Context: an optimization exercise on an open-source flow, tuned for small area, a short achievable clock period and few clock cycles per item. The choices shown serve that exercise and are no tape-out recipe. At most, simulation tests tie the RTL to the original design; equivalence was not proved.

== run D ==
## shake256_core
module shake256_core (
    input  wire         clk,
    input  wire         rst,         
    input  wire         in_valid,
    output wire         in_ready,
    input  wire [63:0]  in_data,     
    input  wire         in_last,
    input  wire [3:0]   in_nbytes,   
    output wire         done,
    output wire [255:0] digest       
);
    localparam integer RATE_LANES = 17;   
    reg [4:0]  wptr;       
    reg        padpend;    
    reg        bfull;      
    reg        blast;      
    reg        run;        
    reg [4:0]  rnd;        
    reg        plast;      
    reg        done_r;
    reg        rdy_r;      
    reg        go_r;       
    reg        keep_r;     
    reg        abs_r;      
    reg        abs2_r;     
    reg        padb_r;     
    reg [63:0] rc_r;       
    reg [RATE_LANES-1:0] arm_r;    
    reg [RATE_LANES-1:0] parm_r;   
    reg        clr_r;      
    reg [63:0] bl [0:RATE_LANES-1];
    reg [63:0] st [0:24];   
    assign in_ready = rdy_r;
    assign done     = done_r;
    assign digest   = {st[3], st[2], st[1], st[0]};
    wire       acc     = in_valid && rdy_r;
    wire       padw    = padpend && !bfull;
    wire       short_l = in_last && (in_nbytes < 4'd8);    
    reg [63:0] din;
    integer j;
    always @* begin
        for (j = 0; j < 8; j = j + 1) begin
            if (clr_r)
                din[8*j +: 8] = 8'h00;
  ...
export LEC_CHECK = 0
export CAP_MARGIN = 30
export CORE_MARGIN = 2
export CORE_UTILIZATION = 45
export CTS_CLUSTER_DIAMETER = 120
export CTS_CLUSTER_SIZE = 16
export PLACE_DENSITY = 0.65
export SETUP_SLACK_MARGIN = 3.5
export SLEW_MARGIN = 30
create_clock -name core_clock -period 6.5 [get_ports {clk}]
standard.sh (not shown) runs the stock make flow with config.mk's settings and CLKGATE_MAP_FILE= SYNTH_SCRIPT=/design/flow/synth_recipe.tcl, a recipe that flattens the netlist after the stock synthesis.
==> flow/flow/run.sh <==
#!/bin/bash
# Standard ORFS layout with two changes:
# - synthesis maps the logic with flow/abc_map.script (dc2, &dch -f, &nf)
#   in place of ORFS's speed script, for a smaller netlist. Everything else in
#   synthesis (synth_recipe.tcl: no fsm/share passes, flattening, renaming) is
#   the standard flow's own, so registers and their cells are the standard synthesis's.
# - the port buffers that global placement inserts are buf_2 cells.
# Each make run's output goes to its own log here; ORFS's per-step logs are
# under orfs/logs.
set -euo pipefail
W=$(pwd)
{
  cat <<'EOT'
proc abc {args} {
  set i [lsearch -exact $args -script]
  if { $i >= 0 } { set args [lreplace $args $i [expr {$i + 1}] -script $::env(MY_ABC_SCRIPT)] }
  set j [lsearch -exact $args -D]
  if { $j >= 0 } { set args [lreplace $args $j [expr {$j + 1}]] }
  yosys abc {*}$args
}
EOT
  cat synth_recipe.tcl
} > "$W/flow_synth.tcl"
export MY_ABC_SCRIPT="$W/flow/abc_map.script"
bash standard.sh SYNTH_SCRIPT="$W/flow_synth.tcl" synth > "$W/synth_make.log" 2>&1
bash standard.sh "BUFFER_PORTS_ARGS=-buffer_cell sky130_fd_sc_hd__buf_2" finish > "$W/layout_make.log" 2>&1
==> flow/flow/abc_map.script <==
strash
dc2
&get -n
&dch -f
&nf -R 1000
&put
topo
Testbench counts of run D, summed over its fixed seeds: cycles 4,830, items 54.
Here is what was changed in the inputs of run E compared with run D.
Settings: removing PLACE_DENSITY (formerly 0.65).
Notes after the runs:
No run among run E and run D stopped early or left any final violation; all are clean.
In run E relative to run D, maximum frequency had gone down by a few percent.
Run D -> run E: required time of the critical path flat
Largest fanout of any net on the critical path: higher on run E
Compared to run D, run E has tightest hold margin 0.0035 ns higher.
Run E reports a higher fraction of the cycle the final worst path needs than run D does.
On multi-input gate count, run E and run D are neck and neck.

Starting RTL as in the previous note.
Settings: LEC_CHECK=0, CAP_MARGIN=30, CORE_MARGIN=2, CORE_UTILIZATION=55, CTS_CLUSTER_DIAMETER=120, CTS_CLUSTER_SIZE=16, SETUP_SLACK_MARGIN=3.5, SLEW_MARGIN=30; clock period 6.5 ns.
Scripts as last shown in full above: flow/flow/run.sh, flow/flow/abc_map.script
The baseline passed the timing, design-rule and antenna checks.
Testbench counts at the start, summed over its fixed seeds: cycles 4,830, items 54.
Next try:
--- a/flow/config.mk
+++ b/flow/config.mk
@@ -6,9 +6,9 @@
 export NUM_CORES = 8
 export LEC_CHECK = 0
-export CAP_MARGIN = 30
+export CAP_MARGIN = 20
 export CORE_MARGIN = 2
-export CORE_UTILIZATION = 55
+export CORE_UTILIZATION = 45
 export CTS_CLUSTER_DIAMETER = 120
 export CTS_CLUSTER_SIZE = 16
-export SETUP_SLACK_MARGIN = 3.5
-export SLEW_MARGIN = 30
+export SETUP_SLACK_MARGIN = 3.3
+export SLEW_MARGIN = 20
Routed wire length rose by 4.2%.
Utilization decreases by 15 points.
Non-clock buffer count goes down by 391.
Sequential share of layout area rises by 1.9 points.
Cell area fell by 4.4%.
Worst setup slack degrades by 180 ps.
Flip-flop and latch count is unchanged.
First-iteration DRC count drops by 18%.
Next try:
--- a/flow/config.mk
+++ b/flow/config.mk
@@ -6,9 +6,10 @@
 export NUM_CORES = 8
 export LEC_CHECK = 0
-export CAP_MARGIN = 20
+export CAP_MARGIN = 30
 export CORE_MARGIN = 2
-export CORE_UTILIZATION = 45
+export CORE_UTILIZATION = 48
 export CTS_CLUSTER_DIAMETER = 120
 export CTS_CLUSTER_SIZE = 16
-export SETUP_SLACK_MARGIN = 3.3
-export SLEW_MARGIN = 20
+export PLACE_DENSITY = 0.65
+export SETUP_SLACK_MARGIN = 3.5
+export SLEW_MARGIN = 30
=>
- flip-flop and latch count is unchanged
- maximum frequency rose by 8.1%
Next try:
--- a/flow/flow/run.sh
+++ b/flow/flow/run.sh
@@ -6,4 +6,5 @@
 #   the standard flow's own, so registers and their cells are the standard synthesis's.
 # - the port buffers that global placement inserts are buf_2 cells.
+# - timing is repaired once, after global routing, not also after CTS.
 # Each make run's output goes to its own log here; ORFS's per-step logs are
 # under orfs/logs.
@@ -24,3 +25,3 @@
 export MY_ABC_SCRIPT="$W/flow/abc_map.script"
 bash standard.sh SYNTH_SCRIPT="$W/flow_synth.tcl" synth > "$W/synth_make.log" 2>&1
-bash standard.sh "BUFFER_PORTS_ARGS=-buffer_cell sky130_fd_sc_hd__buf_2" finish > "$W/layout_make.log" 2>&1
+bash standard.sh "BUFFER_PORTS_ARGS=-buffer_cell sky130_fd_sc_hd__buf_2" SKIP_CTS_REPAIR_TIMING=1 finish > "$W/layout_make.log" 2>&1
--- a/flow/config.mk
+++ b/flow/config.mk
@@ -6,10 +6,9 @@
 export NUM_CORES = 8
 export LEC_CHECK = 0
-export CAP_MARGIN = 30
+export CAP_MARGIN = 20
 export CORE_MARGIN = 2
-export CORE_UTILIZATION = 48
+export CORE_UTILIZATION = 45
 export CTS_CLUSTER_DIAMETER = 120
 export CTS_CLUSTER_SIZE = 16
-export PLACE_DENSITY = 0.65
 export SETUP_SLACK_MARGIN = 3.5
-export SLEW_MARGIN = 30
+export SLEW_MARGIN = 20
Outcome: Clock skew decreases by 14 ps; final area decreases slightly.
Next try:
--- a/flow/flow/run.sh
+++ b/flow/flow/run.sh
@@ -6,5 +6,4 @@
 #   the standard flow's own, so registers and their cells are the standard synthesis's.
 # - the port buffers that global placement inserts are buf_2 cells.
-# - timing is repaired once, after global routing, not also after CTS.
 # Each make run's output goes to its own log here; ORFS's per-step logs are
 # under orfs/logs.
@@ -25,3 +24,3 @@
 export MY_ABC_SCRIPT="$W/flow/abc_map.script"
 bash standard.sh SYNTH_SCRIPT="$W/flow_synth.tcl" synth > "$W/synth_make.log" 2>&1
-bash standard.sh "BUFFER_PORTS_ARGS=-buffer_cell sky130_fd_sc_hd__buf_2" SKIP_CTS_REPAIR_TIMING=1 finish > "$W/layout_make.log" 2>&1
+bash standard.sh "BUFFER_PORTS_ARGS=-buffer_cell sky130_fd_sc_hd__buf_2" finish > "$W/layout_make.log" 2>&1
--- a/flow/config.mk
+++ b/flow/config.mk
@@ -6,9 +6,10 @@
 export NUM_CORES = 8
 export LEC_CHECK = 0
-export CAP_MARGIN = 20
+export CAP_MARGIN = 30
 export CORE_MARGIN = 2
 export CORE_UTILIZATION = 45
 export CTS_CLUSTER_DIAMETER = 120
 export CTS_CLUSTER_SIZE = 16
+export PLACE_DENSITY = 0.8
 export SETUP_SLACK_MARGIN = 3.5
-export SLEW_MARGIN = 20
+export SLEW_MARGIN = 30
The changed run finished with antenna rules left.
Design area is higher by 1.9%.
Via count climbs by 2.8%.
Non-clock buffer count went up by 240.
Next try:
==> flow/config.mk (replaced) <==
export PLATFORM = sky130hd
export DESIGN_NAME = shake256_core
export DESIGN_NICKNAME = shake256_core
export VERILOG_FILES = /design/flow/design.v
export SDC_FILE = /design/flow/constraint.sdc
export NUM_CORES = 8
export LEC_CHECK = 0
export CAP_MARGIN = 25
export CORE_MARGIN = 2
export CORE_UTILIZATION = 45
export CTS_CLUSTER_DIAMETER = 150
export CTS_CLUSTER_SIZE = 20
export PLACE_DENSITY = 0.7
export SETUP_SLACK_MARGIN = 3.5
export SLEW_MARGIN = 25
The changed run produced a clean layout.
Setup slack degrades by 120 ps.
Register-to-register slack degrades by 120 ps.
Global-route usage goes down by 0.32 points.
Die area stays the same.
Wire length goes down by about 0.6%.
Synthesized cell count does not change.
Via count goes down by about 0.5%.
Design area goes down by 0.64%.

shake256_core, a different RTL version from the one above (not shown whole).
Size in the first run: about 15000 cells after synthesis, ~2800 flip-flops, roughly 160000 µm² of cells after synthesis.
## shake256_core
module shake256_core (
    input  wire         clk,
    input  wire         rst,         
    input  wire         in_valid,
    output wire         in_ready,
    input  wire [63:0]  in_data,     
    input  wire         in_last,
    input  wire [3:0]   in_nbytes,   
    output wire         done,
    output wire [255:0] digest       
);
==> flow/config.mk <==
export PLATFORM = sky130hd
export DESIGN_NAME = shake256_core
export DESIGN_NICKNAME = shake256_core
export VERILOG_FILES = /design/flow/design.v
export SDC_FILE = /design/flow/constraint.sdc
export NUM_CORES = 8
export LEC_CHECK = 0
export CAP_MARGIN = 30
export CORE_MARGIN = 2
export CORE_UTILIZATION = 45
export SETUP_SLACK_MARGIN = 3.1
export SLEW_MARGIN = 30
==> flow/constraint.sdc <==
create_clock -name core_clock -period 6.5 [get_ports {clk}]
set_input_delay 1.3000 -clock core_clock [delete_from_list [all_inputs] [get_ports {clk}]]
set_output_delay 1.3000 -clock core_clock [all_outputs]
set_load 0.01 [all_outputs]
==> flow/flow/run.sh <==
#!/bin/bash
# Standard ORFS layout with two changes:
# - synthesis maps the logic with an area-oriented, delay-aware ABC script
#   (flow/abc_map.script) in place of ORFS's speed script. Everything else in
#   synthesis (synth_recipe.tcl: no fsm/share passes, flattening, renaming) is
#   the standard flow's own, so registers and their cells are the standard synthesis's.
# - the port buffers that global placement inserts are buf_2 cells.
# Each make run's output goes to its own log here; ORFS's per-step logs are
# under orfs/logs.
set -euo pipefail
W=$(pwd)
{
  cat <<'EOT'
proc abc {args} {
  set i [lsearch -exact $args -script]
  if { $i >= 0 } { set args [lreplace $args $i [expr {$i + 1}] -script $::env(MY_ABC_SCRIPT)] }
  set j [lsearch -exact $args -D]
  if { $j >= 0 } { set args [lreplace $args $j [expr {$j + 1}]] }
  yosys abc {*}$args
}
EOT
  cat synth_recipe.tcl
} > "$W/flow_synth.tcl"
export MY_ABC_SCRIPT="$W/flow/abc_map.script"
bash standard.sh SYNTH_SCRIPT="$W/flow_synth.tcl" synth > "$W/synth_make.log" 2>&1
bash standard.sh "BUFFER_PORTS_ARGS=-buffer_cell sky130_fd_sc_hd__buf_2" finish > "$W/layout_make.log" 2>&1
==> flow/flow/abc_map.script <==
strash
dch
map -D 2400 -A 1.5
topo
The first run went through all stages and came out clean.
Testbench counts at the start, summed over its fixed seeds: cycles 4,830, items 54.
Rerun with:
--- a/flow/config.mk
+++ b/flow/config.mk
@@ -11 +11,3 @@
-export SETUP_SLACK_MARGIN = 3.1
+export CTS_CLUSTER_DIAMETER = 120
+export CTS_CLUSTER_SIZE = 16
+export SETUP_SLACK_MARGIN = 3.5
Outcome:
- wire length rose slightly
- count of clock-buffer cells in the layout fell by 171
- utilization rose by 5.5 points
Rerun with:
--- a/flow/config.mk
+++ b/flow/config.mk
@@ -11,3 +11 @@
-export CTS_CLUSTER_DIAMETER = 120
-export CTS_CLUSTER_SIZE = 16
-export SETUP_SLACK_MARGIN = 3.5
+export SETUP_SLACK_MARGIN = 2.7
After rerunning: The changed run finished with timing, DRC and antenna clean. Design area falls by roughly a tenth. Utilization went down by 8.1 points. Area after synthesis is unchanged. Die area is unchanged.

RTL: one of the versions met above, not the one the previous note started from.
For scale: roughly 330 I/O pins.
// shake256_core
module shake256_core (
    input  wire         clk,
    input  wire         rst,         
    input  wire         in_valid,
    output wire         in_ready,
    input  wire [63:0]  in_data,     
    input  wire         in_last,
    input  wire [3:0]   in_nbytes,   
    output wire         done,
    output wire [255:0] digest       
);
export LEC_CHECK = 0
export CAP_MARGIN = 25
export CORE_MARGIN = 2
export CORE_UTILIZATION = 45
export CTS_CLUSTER_DIAMETER = 120
export CTS_CLUSTER_SIZE = 16
export PLACE_DENSITY = 0.7
export SETUP_SLACK_MARGIN = 3.4
export SLEW_MARGIN = 25
create_clock -name core_clock -period 6.5 [get_ports {clk}]
==> flow/flow/run.sh <==
#!/bin/bash
# Standard ORFS layout with two changes:
# - synthesis maps the logic with flow/abc_map.script (dc2, &dch -f, &nf)
#   in place of ORFS's speed script, for a smaller netlist. Everything else in
#   synthesis (synth_recipe.tcl: no fsm/share passes, flattening, renaming) is
#   the standard flow's own, so registers and their cells are the standard synthesis's.
# - the port buffers that global placement inserts are buf_2 cells.
# Each make run's output goes to its own log here; ORFS's per-step logs are
# under orfs/logs.
set -euo pipefail
W=$(pwd)
{
  cat <<'EOT'
proc abc {args} {
  set i [lsearch -exact $args -script]
  if { $i >= 0 } { set args [lreplace $args $i [expr {$i + 1}] -script $::env(MY_ABC_SCRIPT)] }
  set j [lsearch -exact $args -D]
  if { $j >= 0 } { set args [lreplace $args $j [expr {$j + 1}]] }
  yosys abc {*}$args
}
EOT
  cat synth_recipe.tcl
} > "$W/flow_synth.tcl"
export MY_ABC_SCRIPT="$W/flow/abc_map.script"
bash standard.sh SYNTH_SCRIPT="$W/flow_synth.tcl" synth > "$W/synth_make.log" 2>&1
bash standard.sh "BUFFER_PORTS_ARGS=-buffer_cell sky130_fd_sc_hd__buf_2" finish > "$W/layout_make.log" 2>&1
==> flow/flow/abc_map.script <==
strash
dc2
&get -n
&dch -f
&nf -R 1000
&put
topo
The baseline produced a clean layout.
Testbench counts at the start, summed over its fixed seeds: cycles 4,830, items 54.
Change:
Settings changed: CAP_MARGIN 25 to 30, CORE_UTILIZATION 45 to 50, PLACE_DENSITY 0.7 to not set, SLEW_MARGIN 25 to 30.
- The new run completed without violations
- first-iteration DRC count climbs by a little under a tenth
- via count climbs by a few percent
- cell count drops by a few percent
- wire length drops by a few percent
- clock-buffer cell count drops by 21
- die area drops by roughly a tenth
Change:
Settings changed: CORE_UTILIZATION 50 to 45, PLACE_DENSITY set to 0.7, SETUP_SLACK_MARGIN 3.4 to 3.5.
=> Synthesized cell count stays the same; global-route usage went down by 2.6 points; die area went up by roughly a tenth.

## rev 12
shake256_core, a different RTL version from the one above (not shown whole).
Size in the first run: ~16000 cells after synthesis, about 2800 flip-flops, ~330 I/O pins.
Settings: LEC_CHECK=0, CAP_MARGIN=30, CORE_MARGIN=2, CORE_UTILIZATION=45, SETUP_SLACK_MARGIN=2.7, SLEW_MARGIN=30; clock period 6.5 ns.
==> flow/flow/run.sh <==
#!/bin/bash
# Standard ORFS layout with two changes:
# - synthesis maps the logic with an area-oriented ABC script
#   (flow/abc_map.script) in place of ORFS's speed script. Everything else in
#   synthesis (synth_recipe.tcl: no fsm/share passes, flattening, renaming) is
#   the standard flow's own, so registers and their cells are the standard synthesis's.
# - the port buffers that global placement inserts are buf_2 cells.
# Each make run's output goes to its own log here; ORFS's per-step logs are
# under orfs/logs.
set -euo pipefail
W=$(pwd)
{
  cat <<'EOT'
proc abc {args} {
  set i [lsearch -exact $args -script]
  if { $i >= 0 } { set args [lreplace $args $i [expr {$i + 1}] -script $::env(MY_ABC_SCRIPT)] }
  set j [lsearch -exact $args -D]
  if { $j >= 0 } { set args [lreplace $args $j [expr {$j + 1}]] }
  yosys abc {*}$args
}
EOT
  cat synth_recipe.tcl
} > "$W/flow_synth.tcl"
export MY_ABC_SCRIPT="$W/flow/abc_map.script"
bash standard.sh SYNTH_SCRIPT="$W/flow_synth.tcl" synth > "$W/synth_make.log" 2>&1
bash standard.sh "BUFFER_PORTS_ARGS=-buffer_cell sky130_fd_sc_hd__buf_2" finish > "$W/layout_make.log" 2>&1
==> flow/flow/abc_map.script <==
strash
dch
map -a
topo
stime -c
> inputs changed (rev 12 -> rev 13)
# rev 12
export LEC_CHECK = 0
export CAP_MARGIN = 30
export CORE_MARGIN = 2
export CORE_UTILIZATION = 45
export SETUP_SLACK_MARGIN = 2.7
export SLEW_MARGIN = 30
create_clock -name core_clock -period 6.5 [get_ports {clk}]
# rev 13
export LEC_CHECK = 0
export CAP_MARGIN = 30
export CORE_MARGIN = 2
export CORE_UTILIZATION = 45
export SETUP_SLACK_MARGIN = 2.2
export SLEW_MARGIN = 30
create_clock -name core_clock -period 6.5 [get_ports {clk}]
Looking at global-route wire length before repair, rev 13 sits 5.9 mm below rev 12. xor2_4 as the library cell contributing the largest single delay on the critical path was reported by rev 12, and xor2_1 by rev 13. The final reports for rev 13 and rev 12 show sequential share of layout area higher in the former. Against rev 12 as the reference, rev 13 delivers a lower via count. Global route total overflow of rev 13 is on par with rev 12. Critical path depth: rev 13 > rev 12.
No functional check of the RTL was part of any run of this note.

[re-timing with driven ports]
No port has a modelled driver above. Below, the same layouts with a new extraction and two added sets of constraints.
Step 1, drivers: a clkbuf_16 drives clk and a buf_2 each remaining input, both assumed.
Step 2 times the ports against the registers' clock, not the clock port: input delays grow and output delays shrink by t, the midpoint of the rising clock arrivals with the driver on.
Three values: ideal ports, drivers, drivers and shift; two values: the first two.
| run | t, ns | setup WS [ns] | worst hold slack (ns) |
|---|---|---|---|
| run D | 1.109 | 3.313 / 3.254 / 2.371 | 0.491 / 0.491 / 0.491 |
| run E | 1.114 | 3.246 / 3.246 / 2.514 | 0.495 / 0.495 / 0.495 |
| the first run of note 2 | 1.081 | 3.190 / 3.190 / 2.317 | 0.509 / 0.509 / 0.509 |
| the second run of note 2 | 1.115 | 3.007 / 3.007 / 2.058 | 0.490 / 0.490 / 0.490 |
| the third run of note 2 | 1.087 | 3.269 / 3.254 / 2.579 | 0.491 / 0.491 / 0.491 |
| the fourth run of note 2 | 1.111 | 3.098 / 3.098 / 2.456 | 0.486 / 0.486 / 0.486 |
| the fifth run of note 2 | 1.107 | 3.261 / 3.261 / 2.468 | 0.608 / 0.608 / 0.608 |
| the sixth run of note 2 | 1.095 | 3.143 / 3.143 / 2.463 | 0.515 / 0.515 / 0.515 |
| the first run of note 3 | 1.108 | 2.823 / 2.823 / 2.104 | 0.489 / 0.489 / 0.489 |
| the second run of note 3 | 1.109 | 3.318 / 3.318 / 2.445 | 0.491 / 0.491 / 0.491 |
| the third run of note 3 | 1.098 | 2.393 / 2.393 / 1.976 | 0.489 / 0.489 / 0.489 |
| the first run of note 4 | 1.090 | 3.108 / 3.108 / 2.341 | 0.510 / 0.510 / 0.510 |
| the second run of note 4 | 1.068 | 3.125 / 3.125 / 2.313 | 0.506 / 0.506 / 0.506 |
| the third run of note 4 | 1.105 | 3.323 / 3.229 / 2.405 | 0.497 / 0.497 / 0.497 |
| rev 12 | 1.109 | 2.376 / 2.376 / 1.863 | 0.431 / 0.431 / 0.431 |
| rev 13 | 1.105 | 1.756 / 1.756 / 1.720 | 0.431 / 0.431 / 0.431 |
For the second run of note 2, which loses most, drivers alone change the setup slack by 0.000 ns; drivers and shift together by -0.949 ns.
